From an optimization exercise on the open Yosys and OpenROAD flow, aimed at small area, a short achievable clock period and few clock cycles per item; shortcuts taken in it are not production practice.
In this exercise RTL edits were held to simulation tests only and were not proved equivalent to the original.
Power and IR drop assume default switching activity.

Setup of run X:
Design dge_sha512, start of the top module:
module dge_sha512 (
    input  wire         clk,
    input  wire         rst,             
    input  wire         start,
    input  wire [7:0]   alg,             
    input  wire         resume,
    input  wire [511:0] resume_h,        
    input  wire [63:0]  resume_count,    
    input  wire         abort,
    input  wire         in_valid,
    output reg          in_ready,
    input  wire [63:0]  in_data,
    input  wire         in_last,
    input  wire [3:0]   in_nbytes,
    output reg          busy,
    output reg          done,
    output reg          err,
    output wire [511:0] digest
);
export LEC_CHECK = 0
export ABC_AREA = 1
export CAP_MARGIN = 20
export CORE_MARGIN = 2
export CORE_UTILIZATION = 45
export PLACE_DENSITY = 0.7
export SLEW_MARGIN = 20
export SYNTH_MEMORY_MAX_BITS = 8192
create_clock -name core_clock -period 13.0 [get_ports {clk}]
standard.sh (not shown) runs the stock make flow with config.mk's settings and CLKGATE_MAP_FILE= SYNTH_SCRIPT=/design/flow/synth_recipe.tcl, a recipe that flattens the netlist after the stock synthesis.
==> flow/flow/run.sh <==
#!/bin/bash
# Standard synthesis, then the standard layout with: repair_timing aiming at
# a setup margin below the clock period (the SDC is unchanged), and a plain
# buffer (flow/port_buffer.txt) on every port.
set -euo pipefail
MARGIN=$(cat flow/margin.txt)
PORTBUF=$(cat flow/port_buffer.txt)
bash standard.sh synth > synth.log 2>&1
bash standard.sh SETUP_SLACK_MARGIN=$MARGIN "BUFFER_PORTS_ARGS=-buffer_cell $PORTBUF" finish > layout.log 2>&1
==> flow/flow/margin.txt <==
8.5
==> flow/flow/port_buffer.txt <==
sky130_fd_sc_hd__buf_1
Run X ran to completion and came out clean on the timing, DRC and antenna checks.
Testbench counts of run X, summed over its fixed seeds: cycles 55,230, bytes 57,574.
[inputs] run F vs run X
--- a/flow/design.v
+++ b/flow/design.v
@@ -197,18 +197,18 @@
         else if (lenfit && fp == 4'd15)
             pad_word = {cnt_hi[57:0], cnt_lo, 3'b000};
         else
             pad_word = 64'd0;
     end
     wire [63:0] feed_word = (fmode == F_DATA) ?
                             (in_last ? bswap64(last_beat) : bswap64(in_data)) : pad_word;
     wire clr67 = is384 && in_post && (fmode == F_END);
-    wire [63:0] sum_a = add64bk(ha[3], first ? 64'd0 : a);
-    wire [63:0] sum_e = add64bk(he[3], first ? 64'd0 : e);
+    wire [63:0] sum_a = add64(ha[3], first ? 64'd0 : a);
+    wire [63:0] sum_e = add64(he[3], first ? 64'd0 : e);
     wire [127:0] hkw_cs = csa(g, k, w[0]);
     wire [511:0] h_cat = {ha[0], ha[1], ha[2], ha[3], he[0], he[1], he[2], he[3]};
     genvar gi;
     generate
         for (gi = 0; gi < 64; gi = gi + 1) begin : g_dig
             assign digest[8*gi +: 8] = h_cat[511-8*gi -: 8];
         end
     endgenerate
Results
- Taking run X as the reference, in run F count of clock-buffer cells in the layout now smaller, logic gate share of total power now smaller, smallest hold slack now larger.
- For run F, the termination of the worst setup path was a[57], unlike run X, where it was chr[6].
- Going from run X to run F, sequential share of layout area decreased 0.18 points, xor/xnor cell area share of the yosys netlist decreased 0.33 points.
- Of run X and run F, the higher internal power of the cells belongs to run X.
- Run F vs. run X: wire length on met1 went up by about 3%.
- Run F improves on run X in worst setup slack.
Testbench counts of run F, summed over its fixed seeds: cycles 55,230, bytes 57,574.

* * *

Setup of before:
Another version of the RTL of dge_sha512 (not shown whole).
Size in the first run: roughly 2300 flip-flops, ~120000 um^2 of cells after synthesis.
==> flow/design.v (excerpt) <==
module dge_sha512 (
    input  wire         clk,
    input  wire         rst,             
    input  wire         start,
    input  wire [7:0]   alg,             
    input  wire         resume,
    input  wire [511:0] resume_h,        
    input  wire [63:0]  resume_count,    
    input  wire         abort,
    input  wire         in_valid,
    output reg          in_ready,
    input  wire [63:0]  in_data,
    input  wire         in_last,
    input  wire [3:0]   in_nbytes,
    output reg          busy,
    output reg          done,
    output reg          err,
    output wire [511:0] digest
);
    localparam [1:0] S_IDLE = 2'd0,
                     S_PRE  = 2'd1,      
                     S_POST = 2'd2,      
                     S_RND  = 2'd3;      
    localparam [1:0] F_DATA = 2'd0,      
                     F_PAD  = 2'd1,      
                     F_END  = 2'd2;      
    localparam [7:0] ALG_SHA384 = 8'h02,
                     ALG_SHA512 = 8'h03;
    reg [1:0]  state;
    reg [6:0]  kidx;         
    reg        first;        
    reg        is384;
    reg [1:0]  fmode;
    reg [3:0]  fp;           
    reg        need80;       
    reg        lenfit;       
    reg [60:0] cnt_hi;       
    reg [2:0]  cnt_lo;       
    reg [63:0] ib_d;         
    reg        ib_last;
    reg [3:0]  ib_n;
    reg        ib_v;
    reg        got_last;     
    reg [63:0] a, b, c, d, e, f, g, h;
    reg [63:0] hkw;          
    reg [63:0] w [0:15];     
    reg [63:0] ha [0:3];     
    reg [63:0] he [0:3];     
    integer i;
    reg [63:0] k;
    always @(*) begin
        case (kidx)
  ...
clock: 13.0 ns
lec_check: 0
cap_margin: 20
core_margin: 2
core_utilization: 30
slew_margin: 20
synth_memory_max_bits: 8192
==> flow/flow/run.sh <==
#!/bin/bash
# Standard synthesis, then the standard layout with repair_timing aiming
# at a setup margin below the clock period (the SDC is unchanged).
set -euo pipefail
MARGIN=$(cat flow/margin.txt)
bash standard.sh synth > synth.log 2>&1
bash standard.sh SETUP_SLACK_MARGIN=$MARGIN finish > layout.log 2>&1
==> flow/flow/margin.txt <==
8
Testbench counts of before, summed over its fixed seeds: cycles 55,550, bytes 57,574.
Inputs modified between before and after:
--- a/flow/design.v
+++ b/flow/design.v
@@ -84,63 +84,36 @@
             7'd62: k = 64'hbef9a3f7b2c67915; 7'd63: k = 64'hc67178f2e372532b;
             7'd64: k = 64'hca273eceea26619c; 7'd65: k = 64'hd186b8c721c0c207;
             7'd66: k = 64'heada7dd6cde0eb1e; 7'd67: k = 64'hf57d4f7fee6ed178;
             7'd68: k = 64'h06f067aa72176fba; 7'd69: k = 64'h0a637dc5a2c898a6;
             7'd70: k = 64'h113f9804bef90dae; 7'd71: k = 64'h1b710b35131c471b;
             7'd72: k = 64'h28db77f523047d84; 7'd73: k = 64'h32caab7b40c72493;
             7'd74: k = 64'h3c9ebe0a15c9bebc; 7'd75: k = 64'h431d67c49c100d4c;
             7'd76: k = 64'h4cc5d4becb3e42b6; 7'd77: k = 64'h597f299cfc657e2a;
             7'd78: k = 64'h5fcb6fab3ad6faec; default: k = 64'h6c44198c4a475817;
         endcase
     end
-    function [127:0] csa;
-        input [63:0] x, y, z;
-        begin
-            csa[63:0]   = x ^ y ^ z;
-            csa[127:64] = {(x[62:0] & y[62:0]) | (x[62:0] & z[62:0]) | (y[62:0] & z[62:0]), 1'b0};
-        end
-    endfunction
-    function [63:0] add64;
-        input [63:0] x, y;
-        reg [63:0] gg, pp;
-        integer l, j, src;
-        begin
-            gg = x & y;
-            pp = x ^ y;
-            for (l = 0; l < 6; l = l + 1)
-                for (j = 0; j < 64; j = j + 1)
-                    if ((j >> l) & 1) begin
-                        src = ((j >> l) << l) - 1;
-                        gg[j] = gg[j] | (pp[j] & gg[src]);
-                        pp[j] = pp[j] & pp[src];
-                    end
-            add64 = (x ^ y) ^ {gg[62:0], 1'b0};
-        end
-    endfunction
     wire [63:0] big_s0 = {a[27:0], a[63:28]} ^ {a[33:0], a[63:34]} ^ {a[38:0], a[63:39]};
     wire [63:0] big_s1 = {e[13:0], e[63:14]} ^ {e[17:0], e[63:18]} ^ {e[40:0], e[63:41]};
     wire [63:0] ch     = (e & f) ^ (~e & g);
     wire [63:0] maj    = (a & b) ^ (a & c) ^ (b & c);
-    wire [127:0] t1_cs = csa(hkw, big_s1, ch);
-    wire [127:0] e_cs  = csa(t1_cs[63:0], t1_cs[127:64], d);
-    wire [127:0] a_cs1 = csa(big_s0, maj, t1_cs[63:0]);
-    wire [127:0] a_cs2 = csa(a_cs1[63:0], a_cs1[127:64], t1_cs[127:64]);
-    wire [63:0]  e_new = add64(e_cs[63:0], e_cs[127:64]);
-    wire [63:0]  a_new = add64(a_cs2[63:0], a_cs2[127:64]);
+    wire [63:0] p_s = hkw ^ big_s1 ^ ch;
+    wire [63:0] p_c = (hkw & big_s1) | (hkw & ch) | (big_s1 & ch);
+    wire [63:0] p_cc = {p_c[62:0], 1'b0};
+    wire [63:0] e_new = d + p_s + p_cc;
+    wire [63:0] a_new = p_s + p_cc + big_s0 + maj;
     wire [63:0] w1  = w[1];
     wire [63:0] w14 = w[14];
     wire [63:0] sm_s0 = {w14[0], w14[63:1]} ^ {w14[7:0], w14[63:8]} ^ {7'd0, w14[63:7]};
     wire [63:0] sm_s1 = {w1[18:0], w1[63:19]} ^ {w1[60:0], w1[63:61]} ^ {6'd0, w1[63:6]};
-    wire [127:0] s_cs1 = csa(sm_s1, w[6], sm_s0);
-    wire [127:0] s_cs2 = csa(s_cs1[63:0], s_cs1[127:64], w[15]);
-    wire [63:0]  sched = add64(s_cs2[63:0], s_cs2[127:64]);
+    wire [63:0] sched = sm_s1 + w[6] + sm_s0 + w[15];
     function [63:0] bswap64;
         input [63:0] x;
         integer j;
         begin
             for (j = 0; j < 8; j = j + 1)
                 bswap64[63-8*j -: 8] = x[8*j +: 8];
         end
     endfunction
     reg [63:0] last_beat;    
     always @(*) begin
         last_beat = 64'd0;
@@ -168,25 +141,24 @@
         else if (lenfit && fp == 4'd14)
             pad_word = {61'd0, cnt_hi[60:58]};
         else if (lenfit && fp == 4'd15)
             pad_word = {cnt_hi[57:0], cnt_lo, 3'b000};
         else
             pad_word = 64'd0;
     end
     wire [63:0] feed_word = (fmode == F_DATA) ?
                             (ib_last ? bswap64(last_beat) : bswap64(ib_d)) : pad_word;
     wire rot = (state == S_POST) || (state == S_RND && kidx >= 7'd78);
     wire clr67 = is384 && (state == S_POST) && (fmode == F_END);
-    wire [63:0] sum_a = add64(ha[3], first ? 64'd0 : a);
-    wire [63:0] sum_e = add64(he[3], first ? 64'd0 : e);
-    wire [127:0] hkw_cs = csa(g, k, w[0]);
+    wire [63:0] sum_a = ha[3] + (first ? 64'd0 : a);
+    wire [63:0] sum_e = he[3] + (first ? 64'd0 : e);
     wire [511:0] h_cat = {ha[0], ha[1], ha[2], ha[3], he[0], he[1], he[2], he[3]};
     genvar gi;
     generate
         for (gi = 0; gi < 64; gi = gi + 1) begin : g_dig
             assign digest[8*gi +: 8] = h_cat[511-8*gi -: 8];
         end
     endgenerate
     wire [511:0] rh;         
     generate
         for (gi = 0; gi < 64; gi = gi + 1) begin : g_rh
             assign rh[511-8*gi -: 8] = resume_h[8*gi +: 8];
@@ -336,23 +308,23 @@
             ib_last <= in_last;
             ib_n    <= in_nbytes;
         end
     end
     always @(posedge clk) begin
         if (idle) begin
             g <= h_init[63:0];       
         end else if (go) begin
             w[0] <= feed_want ? feed_word : sched;
             for (i = 1; i < 16; i = i + 1)
                 w[i] <= w[i-1];
-            hkw <= add64(hkw_cs[63:0], hkw_cs[127:64]);
+            hkw <= g + k + w[0];
             if (state == S_POST) begin
                 {a, b, c, d} <= {sum_a, ha[0], ha[1], ha[2]};
                 {e, f, g, h} <= {sum_e, he[0], he[1], he[2]};
             end else if (state == S_RND) begin
                 h <= g;
                 g <= (kidx == 7'd80) ? he[1] : f;
                 f <= e;
                 e <= e_new;
                 d <= c;
                 c <= b;
                 b <= a;
--- outcome ---
Diff before -> after: via count +9018, worst slew margin relative to its limit +4.4 points, sequential share of layout area -1.9 points, logic depth of the worst path, buffers included -4.8%. For first-pass GRT wire length, dividing the value from before by the value from after gives 0.913. In after relative to before, synthesized netlist cell count had gone up by more than 10%. Per the comparison of after with before, final RePlAce weighted congestion climbed 0.024; utilization went down by 0.32 points. Total power across after and before: no real change. Relative to before, total routing resource utilization after global routing increased by 0.81 points in after. In the metrics for after and before, the one carrying the lower synthesized area is before.
Testbench counts of after, summed over its fixed seeds: cycles 55,550, bytes 57,574.

re-timing with driven ports:
No port has a modelled driver above. Below, the same layouts with a new extraction and two added sets of constraints. Step 1, drivers: a clkbuf_16 drives clk and a buf_2 each remaining input, both assumed. Step 2 also shifts input and output timing later by t, the mid clock arrival at the registers, as if the neighbouring blocks saw the same clock. Slacks: ideal / step 1 / step 2; pairs: ideal / step 1.
run	t, ns	setup slack, ns	worst setup path at the end
run X	1.040	8.155 / 8.155 / 7.565	input to register
run F	1.022	8.338 / 8.338 / 7.377	input to register
before	1.064	7.237 / 7.237 / 6.960	input to register
after	1.073	7.297 / 7.297 / 6.741	input to register
After both steps setup and hold are still met in every run listed. The setup slack of run F, which loses most, moves by 0.000 ns with the drivers and by -0.961 ns with both steps.
